Background: an optimization exercise with open tools, aiming at small area, a short achievable clock period and few clock cycles per item. Do not read the settings as production practice. Only simulation tests tie the RTL to the original design; equivalence was not proved. Power figures rest on the tool's default switching activity, not on a simulated workload.

Setup of run a:
==> flow/design.v <==
module se_list_unit (
    input             clk,
    input             rst,
    input             start,
    input      [4:0]  cfg_m,
    output            idle,
    input             in_valid,
    output            in_ready,
    input      [31:0] in_score,
    input      [63:0] in_id,
    input             in_last,
    output            out_valid,
    input             out_ready,
    output     [31:0] out_key,
    output     [63:0] out_id,
    output            out_last,
    output            rec_valid,
    output     [4:0]  rec_count,
    output     [31:0] rec_scored,
    output     [31:0] rec_nan,
    output     [31:0] rec_dup,
    output     [31:0] rec_tail,
    output     [31:0] rec_max_key,
    output     [31:0] rec_edge_key,
    output     [31:0] rec_edge_ties
);
    localparam M = 8;
    integer i;
    reg         idle_r, in_ready_r, out_valid_r, out_last_r, rec_valid_r;
    reg         flush;       
    reg         pend;        
    reg  [3:0]  left;        
    reg         start_q;
    reg  [4:0]  cfg_q;
    reg  [M-1:0] mark;       
    reg  [M-1:0] vld;        
    reg  [3:0]  cnt;
    reg  [31:0] keys [0:M-1];
    reg  [63:0] ids  [0:M-1];
    reg  [31:0] scored, nan_cnt, dup_cnt, tail_cnt, max_key, edge_key, edge_ties;
    reg         a_v, a_last, a_nan;
    reg  [31:0] a_key;
    reg  [63:0] a_id;
    wire        s_nan = (in_score[30:23] == 8'hFF) && (in_score[22:0] != 23'd0);
    wire        s_mz  = (in_score == 32'h8000_0000);
    wire [31:0] s_key = in_score[31] ? (s_mz ? 32'h8000_0000 : ~in_score)
                                     : (in_score | 32'h8000_0000);
    always @(posedge clk) begin
        a_v     <= in_valid && in_ready_r && !rst;
        a_last  <= in_last;
        a_nan   <= s_nan;
        a_key   <= s_key;
        a_id    <= in_id;
        start_q <= start && idle_r && !rst;
        cfg_q   <= cfg_m;
    end
    reg         b_v, b_last, b_nan;
    reg  [31:0] b_key;
    reg  [63:0] b_id;
    reg  [M-1:0] b_gt;       
    reg  [M-1:0] b_eq;       
    function automatic [1:0] cmp(input [31:0] ka, input [63:0] ia,
                                 input [31:0] kb, input [63:0] ib);
        reg [127:0] g, e;
        reg         ideq;
        integer l, n;
        begin
            g = {32'd0, ka & ~kb, ib & ~ia};
            e = {{32{1'b1}}, ~(ka ^ kb), ~(ib ^ ia)};
            ideq = 1'b0;
            for (l = 64; l >= 1; l = l / 2) begin
                for (n = 0; n < l; n = n + 1) begin
                    g[n] = g[2*n+1] | (e[2*n+1] & g[2*n]);
                    e[n] = e[2*n+1] & e[2*n];
                end
                if (l == 2) ideq = e[0];
            end
            cmp = {g[0], ideq};
        end
    endfunction
    reg  [M-1:0] x_gt, x_eq;
    always @* begin
        for (i = 0; i < M; i = i + 1) begin
            {x_gt[i], x_eq[i]} = cmp(a_key, a_id, keys[i], ids[i]);
        end
    end
    wire y_gt, y_eq;
    assign {y_gt, y_eq} = cmp(a_key, a_id, b_key, b_id);
    wire [M-1:0] above  = ~mark & (~vld | b_gt);   
    wire [M-1:0] id_hit = vld & b_eq;
    reg  [M-1:0] hit_ge;                           
    always @* begin
        hit_ge[M-1] = id_hit[M-1];
        for (i = M - 2; i >= 0; i = i - 1)
            hit_ge[i] = hit_ge[i+1] | id_hit[i];
    end
    wire is_dup    = |id_hit;
    wire dup_upd   = |(id_hit & b_gt);
    wire full      = vld[M-1];
    wire [M-1:0] above_p = {above[M-2:0], 1'b0};    
    wire b_ok    = b_v && !b_nan;
    wire do_new  = b_ok && !is_dup;
    wire ins_new = do_new && (!full || above[M-1]);
    wire do_ins  = ins_new || (b_ok && dup_upd);
    wire to_tail = do_new && full;
    wire grow    = do_new && !full;
    wire [M-1:0] ins_here = {M{do_ins}} & above & ~above_p;
    wire [M-1:0] shift    = {M{do_ins}} & above_p & ({M{!is_dup}} | hit_ge);
    wire readout = out_valid_r && out_ready;
    wire up_mode = out_valid_r || flush;    
    wire        low_is_c = ins_here[M-1];
    wire        low_chg  = ins_here[M-1] | shift[M-1];
    wire        fills    = grow && (vld[M-2] || mark[M-2]);
    wire [31:0] nlow     = low_is_c ? b_key : keys[M-2];
    wire        c_eq_low = (b_key == keys[M-1]);
    wire        nlow_eq  = low_is_c ? c_eq_low : (keys[M-2] == keys[M-1]);
    always @(posedge clk) begin
        b_v    <= a_v && !rst;
        b_last <= a_last;
        b_nan  <= a_nan;
        b_key  <= a_key;
        b_id   <= a_id;
        for (i = 0; i < M; i = i + 1) begin
            if (ins_here[i]) begin
                b_gt[i] <= y_gt;
                b_eq[i] <= y_eq;
            end else if (shift[i] && i > 0) begin
                b_gt[i] <= x_gt[i-1];
                b_eq[i] <= x_eq[i-1];
            end else begin
                b_gt[i] <= x_gt[i];
                b_eq[i] <= x_eq[i];
            end
        end
    end
    wire fin = b_v && b_last;
    assign idle          = idle_r;
    assign in_ready      = in_ready_r;
    assign out_valid     = out_valid_r;
    assign out_last      = out_last_r;
    assign out_key       = keys[0];
    assign out_id        = ids[0];
    assign rec_valid     = rec_valid_r;
    assign rec_count     = {1'b0, cnt};
    assign rec_scored    = scored;
    assign rec_nan       = nan_cnt;
    assign rec_dup       = dup_cnt;
    assign rec_tail      = tail_cnt;
    assign rec_max_key   = max_key;
    assign rec_edge_key  = edge_key;
    assign rec_edge_ties = edge_ties;
    wire [3:0]   ncnt = cnt + {3'd0, grow};
    wire [M-1:0] nvld = grow ? (vld | ({vld[M-2:0] | mark[M-2:0], 1'b1} & ~mark)) : vld;
    always @(posedge clk) begin
        if (rst) begin
            idle_r      <= 1'b1;
            in_ready_r  <= 1'b0;
            out_valid_r <= 1'b0;
            out_last_r  <= 1'b0;
            rec_valid_r <= 1'b0;
            flush       <= 1'b0;
            pend        <= 1'b0;
        end else begin
            pend <= readout && !out_last_r;
            if (start && idle_r) begin
                idle_r      <= 1'b0;
                in_ready_r  <= 1'b1;
                rec_valid_r <= 1'b0;
                out_valid_r <= 1'b0;
            end else begin
                if (in_valid && in_ready_r && in_last)
                    in_ready_r <= 1'b0;
                if (fin) begin
                    rec_valid_r <= 1'b1;
                    if (mark[0] && nvld != {M{1'b0}}) begin
                        flush <= 1'b1;
                    end else begin
                        out_valid_r <= (ncnt != 4'd0);
                        out_last_r  <= (ncnt == 4'd1);
                        idle_r      <= (ncnt == 4'd0);
                        left        <= ncnt - 4'd1;
                    end
                end else if (flush) begin
                    if (!mark[1]) begin
                        flush       <= 1'b0;
                        out_valid_r <= 1'b1;
                        out_last_r  <= (cnt == 4'd1);
                        left        <= cnt - 4'd1;
                    end
                end else if (readout) begin
                    if (out_last_r) begin
                        out_valid_r <= 1'b0;
                        idle_r      <= 1'b1;
                    end else begin
                        out_last_r  <= (left == 4'd1);
                        left        <= left - 4'd1;
                    end
                end
            end
        end
    end
    always @(posedge clk) begin
        if (start_q) begin
            vld  <= {M{1'b0}};
            cnt  <= 4'd0;
            for (i = 0; i < M; i = i + 1)
                mark[i] <= (i < M - {1'b0, cfg_q[2:0]}) && (cfg_q[2:0] != 3'd0);
        end else if (flush) begin
            vld  <= {1'b0, vld[M-1:1]};
            mark <= {1'b0, mark[M-1:1]};
        end else begin
            vld <= nvld;
            if (grow) cnt <= cnt + 4'd1;
        end
        if (readout || flush || ins_here[0]) begin
            if (up_mode) begin
                keys[0] <= pend ? keys[2] : keys[1];
                ids[0]  <= pend ? ids[2]  : ids[1];
            end else begin
                keys[0] <= b_key;
                ids[0]  <= b_id;
            end
        end
        for (i = 1; i < M; i = i + 1) begin
            if (flush || pend || ins_here[i] || shift[i]) begin
                if (up_mode) begin
                    keys[i] <= (i < M - 1) ? keys[(i + 1) % M] : keys[i];
                    ids[i]  <= (i < M - 1) ? ids[(i + 1) % M]  : ids[i];
                end else if (ins_here[i]) begin
                    keys[i] <= b_key;
                    ids[i]  <= b_id;
                end else begin
                    keys[i] <= keys[(i + M - 1) % M];
                    ids[i]  <= ids[(i + M - 1) % M];
                end
            end
        end
    end
    always @(posedge clk) begin
        if (start_q) begin
            scored    <= 32'd0;
            nan_cnt   <= 32'd0;
            dup_cnt   <= 32'd0;
            tail_cnt  <= 32'd0;
            max_key   <= 32'd0;
            edge_key  <= 32'd0;
            edge_ties <= 32'd0;
        end else begin
            if (b_v && b_nan && nan_cnt != 32'hFFFF_FFFF)
                nan_cnt <= nan_cnt + 32'd1;
            if (b_ok && is_dup)
                dup_cnt <= dup_cnt + 32'd1;
            if (do_new) begin
                scored <= scored + 32'd1;
                if (b_key > max_key)
                    max_key <= b_key;
            end
            if (to_tail)
                tail_cnt <= tail_cnt + 32'd1;
            if (fills || (full && do_ins && low_chg && !nlow_eq)) begin
                edge_key  <= nlow;
                edge_ties <= 32'd0;
            end else if (to_tail && (low_chg || c_eq_low)) begin
                edge_ties <= edge_ties + 32'd1;
            end
        end
    end
endmodule
clock: 18.0 ns
lec_check: 0
cap_margin: 20
core_margin: 2
core_utilization: 45
cts_cluster_diameter: 100
cts_cluster_size: 20
gpl_routability_driven: 1
place_density: 0.55
slew_margin: 20
standard.sh (not shown) runs the stock make flow with config.mk's settings and CLKGATE_MAP_FILE= SYNTH_SCRIPT=/design/flow/synth_recipe.tcl, a recipe that flattens the netlist after the stock synthesis.
==> flow/flow/run.sh <==
#!/bin/bash
# Standard layout with two changes: port buffers are plain buffers instead of
# delay cells, and repair_timing aims for a setup margin so that the achieved
# period shrinks.
set -euo pipefail
bash standard.sh SETUP_SLACK_MARGIN=12.8 "BUFFER_PORTS_ARGS=-buffer_cell sky130_fd_sc_hd__buf_2"  finish > standard.log 2>&1
Testbench counts of run a, summed over its fixed seeds: cycles 49,615, offers 47,503.
diff inputs: run a => run b
-- flow/design.v --
<<< run a, line 38
    reg  [31:0] keys [0:M-1];
    reg  [63:0] ids  [0:M-1];
    reg  [31:0] scored, nan_cnt, dup_cnt, tail_cnt, max_key, edge_key, edge_ties;
    reg         a_v, a_last, a_nan;
    reg  [31:0] a_key;
>>> run b, line 38
    reg  [31:0] keys [0:M-1];
    reg  [63:0] ids  [0:M-1];
    reg  [31:0] scored, nan_cnt, dup_cnt, tail_cnt, max_key, edge_ties;
    reg         a_v, a_last, a_nan;
    reg  [31:0] a_key;
<<< run a, line 108
    wire [M-1:0] shift    = {M{do_ins}} & above_p & ({M{!is_dup}} | hit_ge);
    wire readout = out_valid_r && out_ready;
    wire up_mode = out_valid_r || flush;    
    wire        low_is_c = ins_here[M-1];
    wire        low_chg  = ins_here[M-1] | shift[M-1];
    wire        fills    = grow && (vld[M-2] || mark[M-2]);
    wire [31:0] nlow     = low_is_c ? b_key : keys[M-2];
    wire        c_eq_low = (b_key == keys[M-1]);
    wire        nlow_eq  = low_is_c ? c_eq_low : (keys[M-2] == keys[M-1]);
>>> run b, line 108
    wire [M-1:0] shift    = {M{do_ins}} & above_p & ({M{!is_dup}} | hit_ge);
    wire readout = out_valid_r && out_ready;
    wire [M-1:0] wr = ins_here | (shift & {vld[M-2], {(M-1){1'b1}}});
    wire up_mode = out_valid_r || flush;    
    wire        low_is_c = ins_here[M-1];
    wire        low_chg  = ins_here[M-1] | shift[M-1];
    wire        fills    = grow && (vld[M-2] || mark[M-2]);
    wire        c_eq_low = (b_key == keys[M-1]);
    wire        nlow_eq  = low_is_c ? c_eq_low : (keys[M-2] == keys[M-1]);
<<< run a, line 148
    assign rec_tail      = tail_cnt;
    assign rec_max_key   = max_key;
    assign rec_edge_key  = edge_key;
    assign rec_edge_ties = edge_ties;
    wire [3:0]   ncnt = cnt + {3'd0, grow};
>>> run b, line 148
    assign rec_tail      = tail_cnt;
    assign rec_max_key   = max_key;
    assign rec_edge_key  = keys[M-1];
    assign rec_edge_ties = edge_ties;
    wire [3:0]   ncnt = cnt + {3'd0, grow};
<<< run a, line 223
        end
        for (i = 1; i < M; i = i + 1) begin
            if (flush || pend || ins_here[i] || shift[i]) begin
                if (up_mode) begin
                    keys[i] <= (i < M - 1) ? keys[(i + 1) % M] : keys[i];
>>> run b, line 223
        end
        for (i = 1; i < M; i = i + 1) begin
            if (flush || pend || wr[i]) begin
                if (up_mode) begin
                    keys[i] <= (i < M - 1) ? keys[(i + 1) % M] : keys[i];
<<< run a, line 236
            end
        end
    end
    always @(posedge clk) begin
>>> run b, line 236
            end
        end
        if (start_q)
            keys[M-1] <= 32'd0;
    end
    always @(posedge clk) begin
<<< run a, line 244
            tail_cnt  <= 32'd0;
            max_key   <= 32'd0;
            edge_key  <= 32'd0;
            edge_ties <= 32'd0;
        end else begin
>>> run b, line 246
            tail_cnt  <= 32'd0;
            max_key   <= 32'd0;
            edge_ties <= 32'd0;
        end else begin
<<< run a, line 259
                tail_cnt <= tail_cnt + 32'd1;
            if (fills || (full && do_ins && low_chg && !nlow_eq)) begin
                edge_key  <= nlow;
                edge_ties <= 32'd0;
            end else if (to_tail && (low_chg || c_eq_low)) begin
>>> run b, line 260
                tail_cnt <= tail_cnt + 32'd1;
            if (fills || (full && do_ins && low_chg && !nlow_eq)) begin
                edge_ties <= 32'd0;
            end else if (to_tail && (low_chg || c_eq_low)) begin
Diff run a -> run b | post-route worst hold slack | decrease of 14 ps
Compared with run a, run b improves cell area after synthesis.
Looking only at fraction of power consumed by the clock network, and setting everything else aside, the higher value of run b and run a goes to run a.
Run b vs run a on wire length reported by the detailed router: run b is the lower one.
Diff run a -> run b | combinational power share | increase of 1.1 points
Looking at amount of wire on met2 after detailed routing, run b sits 670 µm lower than run a does.
Total CTS buffers for run b: 1.4% down relative to run a
Going from run a to run b, mean instance size in the synthesized netlist now sits higher, clock-cell share of area was more or less identical.
Testbench counts of run b, summed over its fixed seeds: cycles 49,615, offers 47,503.

-- static timing again, ports no longer ideal --
No port has a modelled driver above. Below, the same layouts with a new extraction and two added sets of constraints. Step 1 assumes that a clkbuf_16 drives the clock port and a buf_2 every other input. Step 2 also shifts input and output timing later by t, the mid clock arrival at the registers, as if the neighbouring blocks saw the same clock. Slacks: no drivers / after step 1 / after step 2; pairs: no drivers / after step 1.
| run | t (ns) | slack for setup (ns) | hold slack, ns | slew at the worst register clock pin (ns) | worst data-port slew with drivers (ns) |
|---|---|---|---|---|---|
| run a | 0.791 | 12.901 / 12.815 / 12.359 | 0.334 / 0.334 / 0.334 | 0.10 / 0.10 | 0.14 |
| run b | 0.784 | 12.860 / 12.774 / 12.330 | 0.320 / 0.320 / 0.320 | 0.10 / 0.10 | 0.10 |
After both steps setup and hold are still met in every run listed. For run a, which loses most, drivers alone change the setup slack by -0.086 ns; drivers and shift together by -0.542 ns.
